From an optimization exercise on the open Yosys and OpenROAD flow, aimed at small area, a short achievable clock period and few clock cycles per item; shortcuts taken in it are not production practice. Function was checked by simulation only, so behaviour that the tests miss may differ from the original. Power is estimated from default activity; no workload was simulated.

== job 4531 ==
==> flow/design.v (excerpt) <==
module contone_block_dec (
    input  wire       clk,
    input  wire       rst,           
    input  wire       in_valid,      
    output reg        in_ready,
    input  wire [7:0] in_data,
    input  wire       n_valid,       
    output reg        n_ready,
    input  wire [7:0] n_data,
    input  wire       n_sol,         
    output reg        out_valid,     
    input  wire       out_ready,
    output reg  [7:0] out_data,
    output reg        out_last       
);
    reg  [23:0] bb;                  
    reg  [4:0]  bn;
    wire        in_fire = in_valid & in_ready;
    wire [1:0]  bm  = bn[4:3];
    wire [2:0]  pad = bn[2:0];
    reg  [21:0] bw;                      
    always @(*) begin
        case (bm)
            2'd0:    bw = {bb[6:0], 15'd0};
            2'd1:    bw = {bb[14:0], 7'd0};
            2'd2:    bw = bb[22:1];
            default: bw = {7'd0, bb[23:9]};
        endcase
    end
    wire [21:0] bws = bw >> pad;
    wire [14:0] win = bws[14:0];         
    wire [7:0]  hdr = (bm == 2'd3) ? bb[23:16] : (bm == 2'd2) ? bb[15:8] : bb[7:0];
    reg         active;              
    reg         kzero, kesc;         
    reg  [1:0]  sel_p;
    reg  [2:0]  sel_k;
    reg  [5:0]  cnt;                 
    reg  [1:0]  qa;                  
    reg         tv;
    reg  [7:0]  tz;
    reg  [1:0]  tp;
    reg         traw, tlast;
    reg         nv;
    reg  [7:0]  nr;
    reg         nsol;
    reg  [7:0]  nwp;                 
    reg         sv;                  
    reg  [7:0]  sd;
    reg         sl;
    wire        fire = tv & nv & ~sv;
    wire        tadv = ~tv | fire;
    wire        n_fire = n_valid & n_ready;
    wire        ones8 = &win[14:7];
    reg  [7:0]  oh;                  
    reg  [2:0]  q;
    integer     qi;
    always @(*) begin
        oh = 8'd0;
        q  = 3'd0;
        for (qi = 7; qi >= 0; qi = qi - 1)
            if (!win[14-qi]) begin
                oh = 8'd1 << qi;
                q  = qi[2:0];
            end
    end
    reg  [6:0]  tail;                
    integer     ti;
    always @(*) begin
        tail = 7'd0;
        for (ti = 0; ti < 8; ti = ti + 1)
            if (oh[ti]) tail = tail | ((win << (ti + 1)) >> 8);
    end
    wire [11:0] zq     = {qa, q, tail} >> (3'd7 - sel_k);
  ...
clock: 12.0 ns
lec_check: 0
cap_margin: 20
core_margin: 2
core_utilization: 40
slew_margin: 20
standard.sh (not shown) runs the stock make flow with config.mk's settings and CLKGATE_MAP_FILE= SYNTH_SCRIPT=/design/flow/synth_recipe.tcl, a recipe that flattens the netlist after the stock synthesis.
==> flow/flow/run.sh <==
#!/bin/bash
# Standard layout with three changes after the standard synthesis: the
# slow delay buffers are not used for repair and port buffers, every port
# gets a plain buffer, and timing repair aims for 7.5 ns of setup slack.
set -euo pipefail
bash standard.sh synth > synth.log 2>&1
export DONT_USE_CELLS="sky130_fd_sc_hd__clkdlybuf4s15_1 sky130_fd_sc_hd__clkdlybuf4s15_2 sky130_fd_sc_hd__clkdlybuf4s18_1 sky130_fd_sc_hd__clkdlybuf4s18_2 sky130_fd_sc_hd__clkdlybuf4s25_1 sky130_fd_sc_hd__clkdlybuf4s25_2 sky130_fd_sc_hd__clkdlybuf4s50_1 sky130_fd_sc_hd__clkdlybuf4s50_2"
export BUFFER_PORTS_ARGS="-buffer_cell sky130_fd_sc_hd__buf_4"
export SETUP_SLACK_MARGIN=7.5
bash standard.sh > layout.log 2>&1
Job 4531 completed every stage of the flow, and the final layout passed the timing, design-rule and antenna checks.
Testbench counts of job 4531, summed over its fixed seeds: cycles 169,781, blocks 2,560.
Here is what was changed in the inputs of job 1565 compared with job 4531.
- CAP_MARGIN changed from 20 to 50
- SLEW_MARGIN changed from 20 to 80
==> flow/run.sh (new file) <==
#!/bin/bash
# synth_recipe.tcl (not shown) runs the flow's synth.tcl, then flattens the netlist and writes it again
# the make line also repeats each setting of config.mk as NAME=value (left out here)
make -C /OpenROAD-flow-scripts/flow DESIGN_CONFIG=/design/flow/config.mk WORK_HOME=/design/flow/orfs CLKGATE_MAP_FILE= SYNTH_SCRIPT=/design/flow/synth_recipe.tcl finish
removed: flow/flow/run.sh
removed: flow/standard.sh
Notes after the runs:
- Between job 1565 and job 4531, fraction of layout cells with a size suffix above 1 is lower for job 1565, job 4531 comes in above that.
- Side by side, first-pass GRT wire length turned out higher in job 1565 than in job 4531.
- Clock latency on the worst-skew pair across job 1565 and job 4531: no real change.
- Sort job 1565 and job 4531 by met1 routing resource usage after global routing, ascending, and job 1565 comes first.
- Changes observed in job 1565 relative to job 4531: worst slew margin relative to its limit up 46 points; wire length on met3 down about 30%; cell area after layout up about 4%; switching share of total power up 0.47 points.
- Comparing job 1565 and job 4531, power is higher on job 4531.
- bn[3] as the timing startpoint of the critical path was reported by job 1565, and out_data[1] by job 4531.
- Final worst setup slack: job 1565 lower than job 4531
- Job 4531 reports its cell at the slowest stage of the critical path as sky130_fd_sc_hd__edfxtp_1 while job 1565 reports sky130_fd_sc_hd__clkdlybuf4s50_1.
- Job 4531 reports its leading cell type in the layout, fill and taps excluded as sky130_fd_sc_hd__buf_4 while job 1565 reports sky130_fd_sc_hd__nand2_1.
- Higher register-to-register slack was reported by job 4531, not job 1565.
### job 1565 -> job 6508
- CAP_MARGIN: 50 -> 20
- SLEW_MARGIN: 80 -> 20
==> flow/flow/run.sh (new file) <==
#!/bin/bash
# Standard layout with two changes after the standard synthesis: the
# slow delay buffers are not used for repair and port buffers, and every
# port gets a plain buffer.
set -euo pipefail
bash standard.sh synth > synth.log 2>&1
export DONT_USE_CELLS="sky130_fd_sc_hd__clkdlybuf4s15_1 sky130_fd_sc_hd__clkdlybuf4s15_2 sky130_fd_sc_hd__clkdlybuf4s18_1 sky130_fd_sc_hd__clkdlybuf4s18_2 sky130_fd_sc_hd__clkdlybuf4s25_1 sky130_fd_sc_hd__clkdlybuf4s25_2 sky130_fd_sc_hd__clkdlybuf4s50_1 sky130_fd_sc_hd__clkdlybuf4s50_2"
export BUFFER_PORTS_ARGS="-buffer_cell sky130_fd_sc_hd__buf_4"
bash standard.sh > layout.log 2>&1
==> flow/standard.sh (new file) <==
#!/bin/bash
# synth_recipe.tcl (not shown) runs the flow's synth.tcl, then flattens the netlist and writes it again
# the make line also repeats each setting of config.mk as NAME=value (left out here)
make -C /OpenROAD-flow-scripts/flow DESIGN_CONFIG=/design/flow/config.mk WORK_HOME=/design/flow/orfs CLKGATE_MAP_FILE= SYNTH_SCRIPT=/design/flow/synth_recipe.tcl "${@:-finish}"
removed: flow/run.sh
--- outcome ---
Result for job 1565 and job 6508: all clean
Taking job 1565 as the reference, in job 6508 routed wire length shrank by about 5%; global-route usage over all layers moved down.
Job 6508 — routed length on met3 8.7% higher, job 1565 as reference
| global-route wire length before repair | higher: job 1565 |
Sequential-to-total area share from yosys stat: job 1565 vs job 6508 identical
Modified inputs, job 2520 compared to job 6508
==> flow/run.sh (new file) <==
#!/bin/bash
# synth_recipe.tcl (not shown) runs the flow's synth.tcl, then flattens the netlist and writes it again
# the make line also repeats each setting of config.mk as NAME=value (left out here)
make -C /OpenROAD-flow-scripts/flow DESIGN_CONFIG=/design/flow/config.mk WORK_HOME=/design/flow/orfs CLKGATE_MAP_FILE= SYNTH_SCRIPT=/design/flow/synth_recipe.tcl finish
removed: flow/flow/run.sh
removed: flow/standard.sh
==> comparison <==
Job 2520 went all the way through the flow, and no timing, DRC or antenna check failed.
For share of synthesized cell area in full adder, half adder and majority cells, job 2520 and job 6508 come out practically identical.
When the final numbers for job 6508 and job 2520 were put side by side, the total power after layout turned out to be smaller in job 2520.
In the tables for job 6508 and job 2520, sequential share of layout area reads higher with job 6508.
Going from job 6508 to job 2520, routed wire length moved down; worst setup slack picked up an extra 100 ps.
Number of remaining DRC errors: job 6508 vs job 2520 identical
Re final area: job 2520 is about 0.9% up on job 6508.
Number of non-filler instances in the completed layout: job 2520 vs job 6508 identical
Register-to-register slack (job 2520 over job 6508): increase, 100 ps

re-timing with driven ports:
No port has a modelled driver above. Below, the same layouts with a new extraction and two added sets of constraints.
Step 1 sets driving cells, clkbuf_16 on the clock port and buf_2 on the other inputs (assumed; they add their load-dependent delay and slew).
Step 2, shift: input delay + t, output delay - t, t = (earliest + latest rising clock arrival at the registers) / 2. This alone moves slack from input paths to output paths.
a / b / c = ideal ports / drivers / drivers and shift; a / b = the first two.
run	t, ns	slack for setup (ns)	latest minus earliest clock arrival (ns)
job 4531	0.399	6.600 / 6.600 / 6.600	0.012 / 0.013
job 1565	0.403	4.134 / 4.134 / 4.134	0.018 / 0.017
job 6508	0.402	5.938 / 5.938 / 5.938	0.017 / 0.017
job 2520	0.397	6.040 / 6.040 / 6.040	0.018 / 0.018
After both steps setup and hold are still met in every run listed.
